Source: an optimization exercise on an open RTL-to-GDS flow (aim: small area and a short achievable clock period). Production flows keep margins and buffers that such runs may drop.
Function was checked by simulation only, so behaviour that the tests miss may differ from the original.

==> flow/design.v (outline; a module is shown in full before it is edited, if it fits) <==
// module ct_time_core: 999 lines
// module ct_add: 36 lines
// module ct_add2: 34 lines
module ct_time_core (
  input  wire        clk,
  input  wire        rst,
  input  wire        cmd_valid,
  input  wire [2:0]  cmd_op,
  input  wire [95:0] cmd_data,
  output reg         resp_valid,
  output reg  [1:0]  resp_status,
  output wire [47:0] time_sec,
  output wire [29:0] time_ns,
  output wire [31:0] time_frac,
  output wire [63:0] linear_ns,
  output wire [15:0] linear_frac,
  output wire [47:0] rate_adj,
  output wire [47:0] rate_total,
  output wire [47:0] slew_limit,
  output wire [63:0] slew_remain,
  output wire [2:0]  status,
  output wire [3:0]  sticky,
  output wire [3:0]  cmp_armed,
  output wire [3:0]  cmp_fire
);
  // ...
==> flow/flow/run.sh <==
#!/bin/bash
# Layout flow: the standard ORFS flow (standard synthesis unchanged), with
# the setup repair of floorplan, CTS and global routing asked to leave 17 ns of
# setup slack at the design's 30 ns clock, so that it works on the paths that
# set the achieved period. The clock, constraints and all other settings are
# the standard flow's. make's full output goes to flow_make.log; ORFS keeps each step's
# own log under orfs/logs/.
set -euo pipefail
bash standard.sh SETUP_SLACK_MARGIN=17 finish > flow_make.log 2>&1
==> flow/standard.sh <==
#!/bin/bash
# synth_recipe.tcl (not shown) runs the flow's synth.tcl, then flattens the netlist and writes it again
# the make line also repeats each setting of config.mk as NAME=value (left out here)
make -C /OpenROAD-flow-scripts/flow DESIGN_CONFIG=/design/flow/config.mk WORK_HOME=/design/flow/orfs CLKGATE_MAP_FILE= SYNTH_SCRIPT=/design/flow/synth_recipe.tcl "${@:-finish}"
==> flow/config.mk <==
export PLATFORM = sky130hd
export DESIGN_NAME = ct_time_core
export DESIGN_NICKNAME = ct_time_core
export VERILOG_FILES = /design/flow/design.v
export SDC_FILE = /design/flow/constraint.sdc
export NUM_CORES = 4
export LEC_CHECK = 0
export CAP_MARGIN = 20
export CORE_MARGIN = 2
export CORE_UTILIZATION = 45
export PLACE_DENSITY = 0.75
export SLEW_MARGIN = 20
==> flow/constraint.sdc <==
create_clock -name core_clock -period 30.0 [get_ports {clk}]
set_input_delay 6.0000 -clock core_clock [delete_from_list [all_inputs] [get_ports {clk}]]
set_output_delay 6.0000 -clock core_clock [all_outputs]
set_load 0.01 [all_outputs]
==> results.cfg, run 1 <==
[status]
status = timing/DRC/antenna clean

[setup_path]
worst-path-max-fanout = 6
critical-path-max-stage-delay_ps = 550
timing.critical_path.to = cmp_fire[3]
startpoint_type = register
regToRegStartpoint = r25_q[0]

[cells_and_area]
final_common_cell = ha_1
num-nonclk-buffers = 1010
final_cell_mix = ha_1 (1301), inv_1 (1057), fa_1 (778)
final_cell_area_sq_um = 104000
nMultiInputCombCells = 7363
biggestCellCategory = multi-input combinational cells

[clock_network]
postCtsHoldBufs = 0
path_clk_slew_ps = 60

[timing]
finalCritPeriodShare_pct = 44.07
fin_crit_ps = 13220

[synthesis]
synth_xor_area_share_pct = 6.584
synthMuxAreaShare_pct = 1.062
ys_types = 104
syn-instance-count = 9603
synth.ff_latch_count = 660
avgSynthCellArea_sq_um = 9.143
synth_top_family_by_area = adder cells

[flow_run]
maxCapViolCount = 0

[routing]
top_layer = met5
antenna_left = 0

[min_path]
hp-class = reg2reg

[floorplanning]
placement_rows = 162
==> run 2, diff against run 1 <==
--- a/flow/design.v
+++ b/flow/design.v
@@ -791,18 +791,19 @@
   wire [53:0] inc_rate = {r25_q[41] ? 12'd1599 : 12'd1600, r25_q};
   wire [53:0] ybase;                                                
   wire        yb_co;
   ct_add #(54) u_yb (.a({2'b00, sub_q}), .b(inc_rate), .ci(1'b0), .s(ybase), .co(yb_co));
   wire [40:0] xs = finish ? rem_q[40:0] : (rem_neg ? ~{1'b0, m25} : {1'b0, m25});
   wire [53:0] ynorm;
   wire        yn_co;
   ct_add #(54) u_yn (.a(ybase), .b({{13{xs[40]}}, xs}), .ci(~finish & rem_neg), .s(ynorm), .co(yn_co));
-  wire [29:0] ns_p1 = ns_q + 30'd1;
-  wire [29:0] ns_p2 = ns_q + 30'd2;
+  wire [28:0] ns_h1 = ns_q[29:1] + 29'd1;
+  wire [29:0] ns_p1 = ns_q[0] ? {ns_h1, 1'b0} : {ns_q[29:1], 1'b1};
+  wire [29:0] ns_p2 = {ns_h1, ns_q[0]};
   wire        ns_e1 = (ns_q == NS_PER_SEC - 30'd1);
   wire        ns_e2 = (ns_q == NS_PER_SEC - 30'd2);
   wire [47:0] sec_p1 = sec_q + 48'd1;
   wire        k2n    = ynorm[53];
   wire        wrap_n = ns_e1 | (k2n & ns_e2);
   wire [29:0] ns_n   = k2n ? (ns_e1 ? 30'd1 : ns_e2 ? 30'd0 : ns_p2)
                            : (ns_e1 ? 30'd0 : ns_p1);
   wire [47:0] sec_n  = wrap_n ? sec_p1 : sec_q;
==> results.cfg, run 2 <==
[timing]
finClkSkew_ps = 39.28
fin_crit_ps = 13110
finalSetupViolCount = 0
setup_slack_ps = 16890
slew_violations = 0
grt_setup_unrepaired = yes
achievable-frequency_ghz = 0.07628
tightest_slew_ps = 1322
slew-limit-headroom_pct = 11.21
hold_viol = 0
fin_tns_setup_ps = 0
finalCritPeriodShare_pct = 43.70

[setup_path]
critical-path-max-stage-delay_ps = 640
crit_type = reg2out
crit_chain = buf_12, clkinvlp_4, buf_4, fa_2, fa_1, fa_1, fa_2, inv_4, fa_2, ha_4, a21o_1, a21oi_2, nor2b_1, o21ai_1, nand2b_1, a21oi_2, o21ai_1, a21o_1, a221oi_4, o21ai_2, xnor2_2, nor2_4, buf_6
worstPathArrival_ps = 7110
critPathRequiredTime_ps = 24000
worst-path-max-fanout = 5
critical-path-top-delay-family = adder cells
crit_buf_inv = 5
startpoint_type = register
crit_path_frequent_cell = fa_2
end_kind = output port
slowest_stage = fa_2

[synthesis]
synth.ff_latch_count = 660
ys_types = 104
yosys.cell_count.top_type = ha_1
synth_edf_count = 320
synthTopCellsByArea = fa_1 (19%), ha_1 (19%), edfxtp_1 (11%)
ys_top_cells_by_count = ha_1 (1322), inv_1 (1171), fa_1 (830)
synth_top_cell_by_area = fa_1
synth_top_area_share_pct = 19.04
ys_seq_area_share_pct = 18.81
synthArstFlopShare_pct = 0
synthFlopType = dfxtp_1
syn-instance-count = 9451
avgSynthCellArea_sq_um = 9.234
yosysWarnings = 10
syn_area_sq_um = 87270

[cells_and_area]
num-fill-cells = 17100
layout-drive-gt1-share_pct = 11.04
largest_reg_flops = 83
top_register = rem_q
area_growth_pct = 17.65
nNetsFinal = 12390
final_common_cell = ha_1
instances_no_fill = 12750
final_cell_mix = ha_1 (1304), inv_1 (1050), fa_1 (783)

[clock_network]
postCtsHoldBufs = 0
cts_buffer_depth = 3
path_clk_slew_ps = 60
clk_latency_ps = 770
htreeDepth = 3
cts-root-buf = clkbuf_16
cts_buffers = 85
cts_tree = yes
cts.sinks = 660

[min_path]
hp-class = reg2reg

[routing]
vias = 80230
via_per_inst = 6.291
first_pass_iters = 6
wl_per_cell_um = 30.50
drcViolationCount = 0
antenna_left = 0
finalWirelength_um = 389000
drt-initial-drc-count = 8917

[placement]
io_buffer_count = 504
hpwl_um = 296600
place.gp.congestion = 1.068
dpl.cell_count = 12290
pre_cts_ws_ps = 14900

[floorplanning]
placement_rows = 161
top_level_ports = 518
design.core.area_sq_um = 192600
dieArea_sq_um = 197500
die_w_um = 444.4
die_h_um = 444.4
initial_core_util_pct = 45.32

[global_route]
grt_max_degree = 103
grt_pass1_vias = 79680
grt_use_total_pct = 38.32
antenna_found_initial = 30
overflow = 0
grt_pass1_wl_um = 550400

[flow_run]
maxCapViolCount = 0

[status]
status = timing/DRC/antenna clean
[run 2: changes by cell type after synthesis, sizes merged, moves of 21 or more]
cell / delta
nor2: -47
a21oi: -38
nand3: -37
a21o: +35
nor3: -32
o21ai: -30
a211oi: +27
a31oi: -27
o211ai: -21
[run 2: layer usage]
metal  wire (um)  up-vias  global-route usage [%]
met4       42340       26                   34.27
met5         252        -                  0.4640
met3       45920     1632                   11.38
li1            -    34130                       -
met2      166300     5436                   57.75
met1      134100    39010                   44.03
[run 2: final timing paths]
kind                             startpoint           to  slack, ps  cells past startpoint
worst max-delay path               sec_q[3]  cmp_fire[3]      16890                     23
worst min-delay path            sticky_q[0]  sticky_q[0]        470                      2
worst max register to register   slim_q[15]     sec_q[5]      17350                     51
worst min register to register  sticky_q[0]  sticky_q[0]        470                      2
[run 2: logic make-up after synthesis]
group | share of synthesized area (%)
flops | 18.81
mux | 1.230
other cells | 0.004297
fa+ha+maj | 37.99
buf+inv | 7.250
xor+xnor | 6.744
simple gates | 12.17
compound gates | 15.80
[run 2: through the flow]
step / utilization (%) / area (sq um) / hold WS (ps)
final: 53.32 / 102700 / 474.0
after global routing: 53.29 / 102600 / 507.5
after CTS: 52.42 / 100900 / 481.6
after detailed placement: 49.45 / 95230 / 472.4
after global placement: 49.44 / 95210 / 468.2
after floorplan: - / 87340 / 480.5
[run 2: cell type report]
type	count	area (sq um)	area share, %
clock inverter	36	395.4	0.3851
inverter	1174	4697	4.574
antenna	26	65.06	0.06337
timing repair buffer	983	9382	9.137
multi-input combinational	7228	65980	64.26
clock buffer	121	2435	2.371
tap	2526	3161	3.078
sequential	660	16570	16.14
[run 2: repair_timing]
action	4_1_cts	5_1_grt
pin swaps	79	131
resized for setup	412	225
endpoints found under the hold margin	0	0
buffers inserted	181	95
endpoints found under the setup margin	525	466
cloned	5	4
[run 2: tightest hold or removal path, stage by stage (launching register included)]
cell and delay (ps):
dfxtp_1 320, nand2_1 60, a21oi_1 50

## what the ideal ports hide
No port has a modelled driver above. Below, the same layouts with a new extraction and two added sets of constraints. Step 1 assumes that a clkbuf_16 drives the clock port and a buf_2 every other input. Step 2 adds t to the input delays and takes it off the output delays; t is the mean of the earliest and latest rising clock arrival at the registers after step 1. Input paths then give back, and output paths get back, about the clock's delay inside the block. Slacks: ideal ports / drivers / drivers and shift; pairs: ideal ports / drivers.
run	shift t [ns]	setup WS [ns]	hold slack, ns	worst setup path at the end	worst data-port slew with drivers (ns)
run 1	0.863	16.778 / 16.689 / 16.282	0.461 / 0.461 / 0.461	input to register	0.15
run 2	0.830	16.890 / 16.806 / 16.283	0.474 / 0.474 / 0.474	input to register	0.24
After both steps every run listed still meets setup and hold. For run 2, which loses most, drivers alone change the setup slack by -0.084 ns; drivers and shift together by -0.607 ns.
